Context: an optimization exercise on an open-source flow, tuned for small area. The choices shown serve that exercise and are no tape-out recipe. Function was checked by simulation only, so behaviour that the tests miss may differ from the original. Power and IR drop assume default switching activity.

## cvu_pair
module cvu_pair (
    input  wire        clk,
    input  wire        rst,
    input  wire        sel,
    input  wire        we,
    input  wire [6:0]  addr,
    input  wire [31:0] wdata,
    output reg  [31:0] rdata,
    output wire [1:0]  done
);
export LEC_CHECK = 0
export CAP_MARGIN = 20
export CORE_MARGIN = 2
export CORE_UTILIZATION = 40
export CTS_BUF_LIST = sky130_fd_sc_hd__clkbuf_16
export CTS_CLUSTER_DIAMETER = 70
export CTS_CLUSTER_SIZE = 24
export PLACE_DENSITY = 0.75
export SLEW_MARGIN = 20
create_clock -name core_clock -period 10.0 [get_ports {clk}]
standard.sh (not shown) runs the stock make flow with config.mk's settings and CLKGATE_MAP_FILE= SYNTH_SCRIPT=/design/flow/synth_recipe.tcl, a recipe that flattens the netlist after the stock synthesis.
==> flow/flow/run.sh <==
#!/bin/bash
set -euo pipefail
W=$(pwd)

# Synthesis script: ORFS's synth.tcl with only its ABC call changed
sed 's|^  log_cmd abc {\*}\$abc_args$|  log_cmd abc {*}$lib_args {*}$lib_dont_use_args|' \
    "$FLOW_HOME/scripts/synth.tcl" > own_synth_body.tcl
grep -q '^  log_cmd abc {\*}\$lib_args {\*}\$lib_dont_use_args$' own_synth_body.tcl
sed "s|source \$::env(SCRIPTS_DIR)/synth.tcl|source $W/own_synth_body.tcl|" synth_recipe.tcl > own_synth.tcl
grep -q own_synth_body own_synth.tcl

# The standard synthesis, for its registers, in a folder of its own
sed "s|WORK_HOME=[^ ]*|WORK_HOME=$W/ref|" standard.sh > ref.sh
bash ref.sh synth > synth_ref.log 2>&1

# This flow's synthesis, where the layout continues from
sed "s|SYNTH_SCRIPT=[^ ]*|SYNTH_SCRIPT=$W/own_synth.tcl|" standard.sh > own.sh
grep -q "SYNTH_SCRIPT=$W/own_synth.tcl" own.sh
bash own.sh synth > synth_own.log 2>&1

regs() {
    grep -oE '^\s*sky130_fd_sc_hd__\S*(df|dl)\S*\s+\S+' "$1" | awk '{print $1, $2}' | sort
}
REF=ref/results/$FLOW_PLATFORM/cvu_pair/base/1_2_yosys.v
OWN=orfs/results/$FLOW_PLATFORM/cvu_pair/base/1_2_yosys.v
regs "$REF" > regs_ref.txt
regs "$OWN" > regs_own.txt
if [[ -s regs_ref.txt ]] && cmp -s regs_ref.txt regs_own.txt; then
    echo "registers match the standard synthesis ($(wc -l < regs_own.txt))" > regs_check.log
else
    echo "registers differ from the standard synthesis: using it" > regs_check.log
    rm -rf orfs
fi

# Ports get the smallest buffer; the repair steps size them up where needed
sed 's|"\${@:-finish}"|BUFFER_PORTS_ARGS="-buffer_cell sky130_fd_sc_hd__buf_1" "${@:-finish}"|' standard.sh > layout.sh
grep -q BUFFER_PORTS_ARGS layout.sh
bash layout.sh > layout.log 2>&1
The baseline finished with timing, DRC and antenna clean.
Rerun with:
==> flow/config.mk (replaced) <==
export PLATFORM = sky130hd
export DESIGN_NAME = cvu_pair
export DESIGN_NICKNAME = cvu_pair
export VERILOG_FILES = /design/flow/design.v
export SDC_FILE = /design/flow/constraint.sdc
export NUM_CORES = 4
export LEC_CHECK = 0
export CAP_MARGIN = 5
export CORE_MARGIN = 2
export CORE_UTILIZATION = 40
export CTS_BUF_LIST = sky130_fd_sc_hd__clkbuf_8
export PLACE_DENSITY = 0.6
export SLEW_MARGIN = 5
Total power is higher by 6.6%.
Utilization is higher by 0.90 points.
Via count stays flat.
Routed wire length is higher by 6.8%.
Sequential power hardly moves.
Worst setup slack got worse by 0.50 ns.
Cell count is higher by 2.3%.
Rerun with:
==> flow/config.mk (replaced) <==
export PLATFORM = sky130hd
export DESIGN_NAME = cvu_pair
export DESIGN_NICKNAME = cvu_pair
export VERILOG_FILES = /design/flow/design.v
export SDC_FILE = /design/flow/constraint.sdc
export NUM_CORES = 4
export LEC_CHECK = 0
export CAP_MARGIN = 20
export CORE_MARGIN = 2
export CORE_UTILIZATION = 40
export CTS_BUF_LIST = sky130_fd_sc_hd__clkbuf_16
export CTS_CLUSTER_DIAMETER = 70
export CTS_CLUSTER_SIZE = 24
export PLACE_DENSITY = 0.85
export SLEW_MARGIN = 20
=> Design area is lower by 1.8%; setup slack improved by 0.23 ns; non-clock buffer count is lower by 8; hold slack improved by 0.057 ns; maximum frequency is higher by 2.8%; routed wire length is lower by 7.4%; sequential power stays flat; count of clock-buffer cells in the layout is lower by 45.
Rerun with:
--- a/flow/config.mk
+++ b/flow/config.mk
@@ -10,6 +10,6 @@
 export CORE_UTILIZATION = 40
 export CTS_BUF_LIST = sky130_fd_sc_hd__clkbuf_16
-export CTS_CLUSTER_DIAMETER = 70
-export CTS_CLUSTER_SIZE = 24
-export PLACE_DENSITY = 0.85
+export CTS_CLUSTER_DIAMETER = 80
+export CTS_CLUSTER_SIZE = 28
+export PLACE_DENSITY = 0.6
 export SLEW_MARGIN = 20
Worst setup slack gets better by 0.065 ns.
Maximum frequency goes up by about 0.8%.
Utilization barely changes.
Design area barely changes.
Routed wire length came out higher by about 6%.
Power goes down by about 0.36%.
Via count goes down by about 2.8%.
Die area does not change.

========
Starting RTL as in the previous note.
==> flow/design.v (excerpt) <==
module cvu_pair (
    input  wire        clk,
    input  wire        rst,
    input  wire        sel,
    input  wire        we,
    input  wire [6:0]  addr,
    input  wire [31:0] wdata,
    output reg  [31:0] rdata,
    output wire [1:0]  done
);
    localparam W_CTRL   = 6'h00;
    localparam W_CMD    = 6'h01;
    localparam W_VAL    = 6'h02;
    localparam W_RESULT = 6'h03;
    localparam W_TX     = 6'h04;
    localparam W_RX     = 6'h05;
    localparam W_LAST   = 6'h06;
    localparam W_EXPECT = 6'h07;
    localparam W_STAT   = 6'h08;
    localparam W_REJ    = 6'h09;
    localparam W_DATA1  = 6'h0C;
    localparam W_DATA2  = 6'h0D;
    localparam W_DATA4  = 6'h0E;
    wire [5:0] widx = addr[5:0];
    wire       u    = addr[6];
    wire       wr   = sel & we;
    wire [1:0]  poly0, poly1;
    wire        aen0, aen1, mode0, mode1, sync0, sync1;
    wire [3:0]  win0, win1;
    wire [31:0] val0, val1, res0, res1, exp0, exp1, rej0, rej1;
    wire [15:0] tx0, tx1, rx0, rx1, last0, last1;
    wire [2:0]  stat0, stat1;
    wire [1:0]  poly_s = u ? poly1 : poly0;
    wire        aen_s  = u ? aen1  : aen0;
    wire        mode_s = u ? mode1 : mode0;
    wire        sync_s = u ? sync1 : sync0;
    wire [3:0]  win_s  = u ? win1  : win0;
    wire [31:0] val_s  = u ? val1  : val0;
  ...
Settings: LEC_CHECK=0, CAP_MARGIN=20, CORE_MARGIN=2, CORE_UTILIZATION=40, CTS_BUF_LIST=sky130_fd_sc_hd__clkbuf_16, CTS_CLUSTER_DIAMETER=76, CTS_CLUSTER_SIZE=26, PLACE_DENSITY=0.75, SLEW_MARGIN=20; clock period 10.0 ns.
Scripts as last shown in full above: flow/flow/run.sh
Next try:
Settings changed: CTS_CLUSTER_DIAMETER 76 to 100, CTS_CLUSTER_SIZE 26 to 30, GPL_TIMING_DRIVEN from default to 0, PLACE_DENSITY 0.75 to 0.6.
=> The new run ran to the end with no violations; setup slack got worse by 1.3 ns; synthesized cell count is unchanged; sequential power stays flat; power shrinks slightly; global-route usage grows by 1.1 points; die area stays the same; routed wire length grows by a few percent.
Next try:
Settings changed: CTS_CLUSTER_DIAMETER 100 to 70, CTS_CLUSTER_SIZE 30 to 24, GPL_TIMING_DRIVEN 0 to default.
After rerunning:
- critical path depth falls by 2
- die area does not change
- via count rose by 3.3%
- maximum frequency rose by 13%
- register-to-register slack improved by 0.66 ns
- power went up by 4.7%
Next try:
Settings changed: CTS_BUF_LIST sky130_fd_sc_hd__clkbuf_16 to sky130_fd_sc_hd__clkbuf_8, CTS_CLUSTER_DIAMETER 70 to default, CTS_CLUSTER_SIZE 24 to default, GPL_TIMING_DRIVEN from default to 0.
Flip-flop and latch count does not change. Routed wire length decreases slightly. Cell count increases slightly. Combinational power barely changes. Hold slack gains 0.033 ns. Global-route usage shrinks by 0.13 points. Power came out higher by a few percent.

========
cvu_pair again, from the RTL that the note above started with.
==> flow/config.mk <==
export PLATFORM = sky130hd
export DESIGN_NAME = cvu_pair
export DESIGN_NICKNAME = cvu_pair
export VERILOG_FILES = /design/flow/design.v
export SDC_FILE = /design/flow/constraint.sdc
export NUM_CORES = 4
export LEC_CHECK = 0
export CAP_MARGIN = 20
export CORE_MARGIN = 2
export CORE_UTILIZATION = 40
export CTS_BUF_LIST = sky130_fd_sc_hd__clkbuf_8
export PLACE_DENSITY = 0.6
export SLEW_MARGIN = 20
==> flow/constraint.sdc <==
create_clock -name core_clock -period 10.0 [get_ports {clk}]
set_input_delay 2.0000 -clock core_clock [delete_from_list [all_inputs] [get_ports {clk}]]
set_output_delay 2.0000 -clock core_clock [all_outputs]
set_load 0.01 [all_outputs]
Scripts as last shown in full above: flow/flow/run.sh
Rerun with:
--- a/flow/config.mk
+++ b/flow/config.mk
@@ -8,6 +8,8 @@
 export CAP_MARGIN = 20
 export CORE_MARGIN = 2
-export CORE_UTILIZATION = 40
-export CTS_BUF_LIST = sky130_fd_sc_hd__clkbuf_8
-export PLACE_DENSITY = 0.6
+export CORE_UTILIZATION = 55
+export CTS_BUF_LIST = sky130_fd_sc_hd__clkbuf_16
+export CTS_CLUSTER_DIAMETER = 70
+export CTS_CLUSTER_SIZE = 24
+export PLACE_DENSITY = 0.7
 export SLEW_MARGIN = 20
Wire length goes down by about 3.3%.
Die area decreases by 27%.
Power decreases by 1.7%.
Non-clock buffer count rises by 8.
Sequential share of layout area rises by 0.70 points.
Register-to-register slack is better by 100 ps.
Clock power came out lower by about 10%.
Final cell count is lower by about 9%.
Cell area came out lower by about 1.7%.
Clock-buffer cell count fell by 45.
Critical path depth went up by 5.
Rerun with:
--- a/flow/flow/run.sh
+++ b/flow/flow/run.sh
@@ -33,6 +33,3 @@
 fi
 
-# Ports get the smallest buffer; the repair steps size them up where needed
-sed 's|"\${@:-finish}"|BUFFER_PORTS_ARGS="-buffer_cell sky130_fd_sc_hd__buf_1" "${@:-finish}"|' standard.sh > layout.sh
-grep -q BUFFER_PORTS_ARGS layout.sh
-bash layout.sh > layout.log 2>&1
+bash standard.sh > layout.log 2>&1
==> flow/config.mk (replaced) <==
export PLATFORM = sky130hd
export DESIGN_NAME = cvu_pair
export DESIGN_NICKNAME = cvu_pair
export VERILOG_FILES = /design/flow/design.v
export SDC_FILE = /design/flow/constraint.sdc
export NUM_CORES = 4
export LEC_CHECK = 0
export CAP_MARGIN = 20
export CORE_MARGIN = 2
export CORE_UTILIZATION = 40
export PLACE_DENSITY = 0.6
export SLEW_MARGIN = 20
Effect:
- The changed run passed the timing, DRC and antenna checks
- non-clock buffer count shrinks by 4
- synthesized cell count is unchanged
- cell area grows by a few percent
- total power grows by a few percent
- cell count grows by a little under a tenth
- routed wire length grows by a few percent
- worst setup slack gets worse by 32 ps
- clock power grows by a quarter to a third
- maximum frequency shrinks slightly

## re-timing with driven ports
The flow's constraints put no driver on any port. The routed layouts listed below were extracted and timed again, unchanged, in two steps. Step 1 assumes that a clkbuf_16 drives the clock port and a buf_2 every other input. Step 2 also shifts input and output timing later by t, the mid clock arrival at the registers, as if the neighbouring blocks saw the same clock. Slacks: no drivers / after step 1 / after step 2; pairs: no drivers / after step 1.
run	shift t [ns]	setup slack, ns	clock arrival spread, ns	slew at the worst register clock pin (ns)
the first run of note 1	0.627	2.108 / 2.137 / 1.510	0.052 / 0.052	0.10 / 0.10
the second run of note 1	0.692	1.604 / 1.631 / 0.939	0.063 / 0.063	0.07 / 0.07
the third run of note 1	0.611	1.834 / 1.860 / 1.249	0.027 / 0.026	0.11 / 0.11
the fourth run of note 1	0.620	1.899 / 1.928 / 1.308	0.042 / 0.042	0.12 / 0.12
the first run of note 2	0.614	2.109 / 2.138 / 1.524	0.052 / 0.052	0.11 / 0.11
the second run of note 2	0.589	0.785 / 0.815 / 0.226	0.056 / 0.056	0.12 / 0.12
the third run of note 2	0.643	1.854 / 1.877 / 1.235	0.053 / 0.053	0.10 / 0.10
the fourth run of note 2	0.708	0.900 / 0.926 / 0.218	0.037 / 0.037	0.07 / 0.07
the first run of note 3	0.699	1.976 / 2.003 / 1.304	0.059 / 0.058	0.07 / 0.07
the second run of note 3	0.641	1.662 / 1.694 / 1.052	0.061 / 0.061	0.09 / 0.09
the third run of note 3	0.627	1.630 / 1.660 / 1.033	0.039 / 0.038	0.07 / 0.07
After both steps setup and hold are still met in every run listed. For the fourth run of note 2, which loses most, drivers alone change the setup slack by +0.026 ns; drivers and shift together by -0.682 ns.
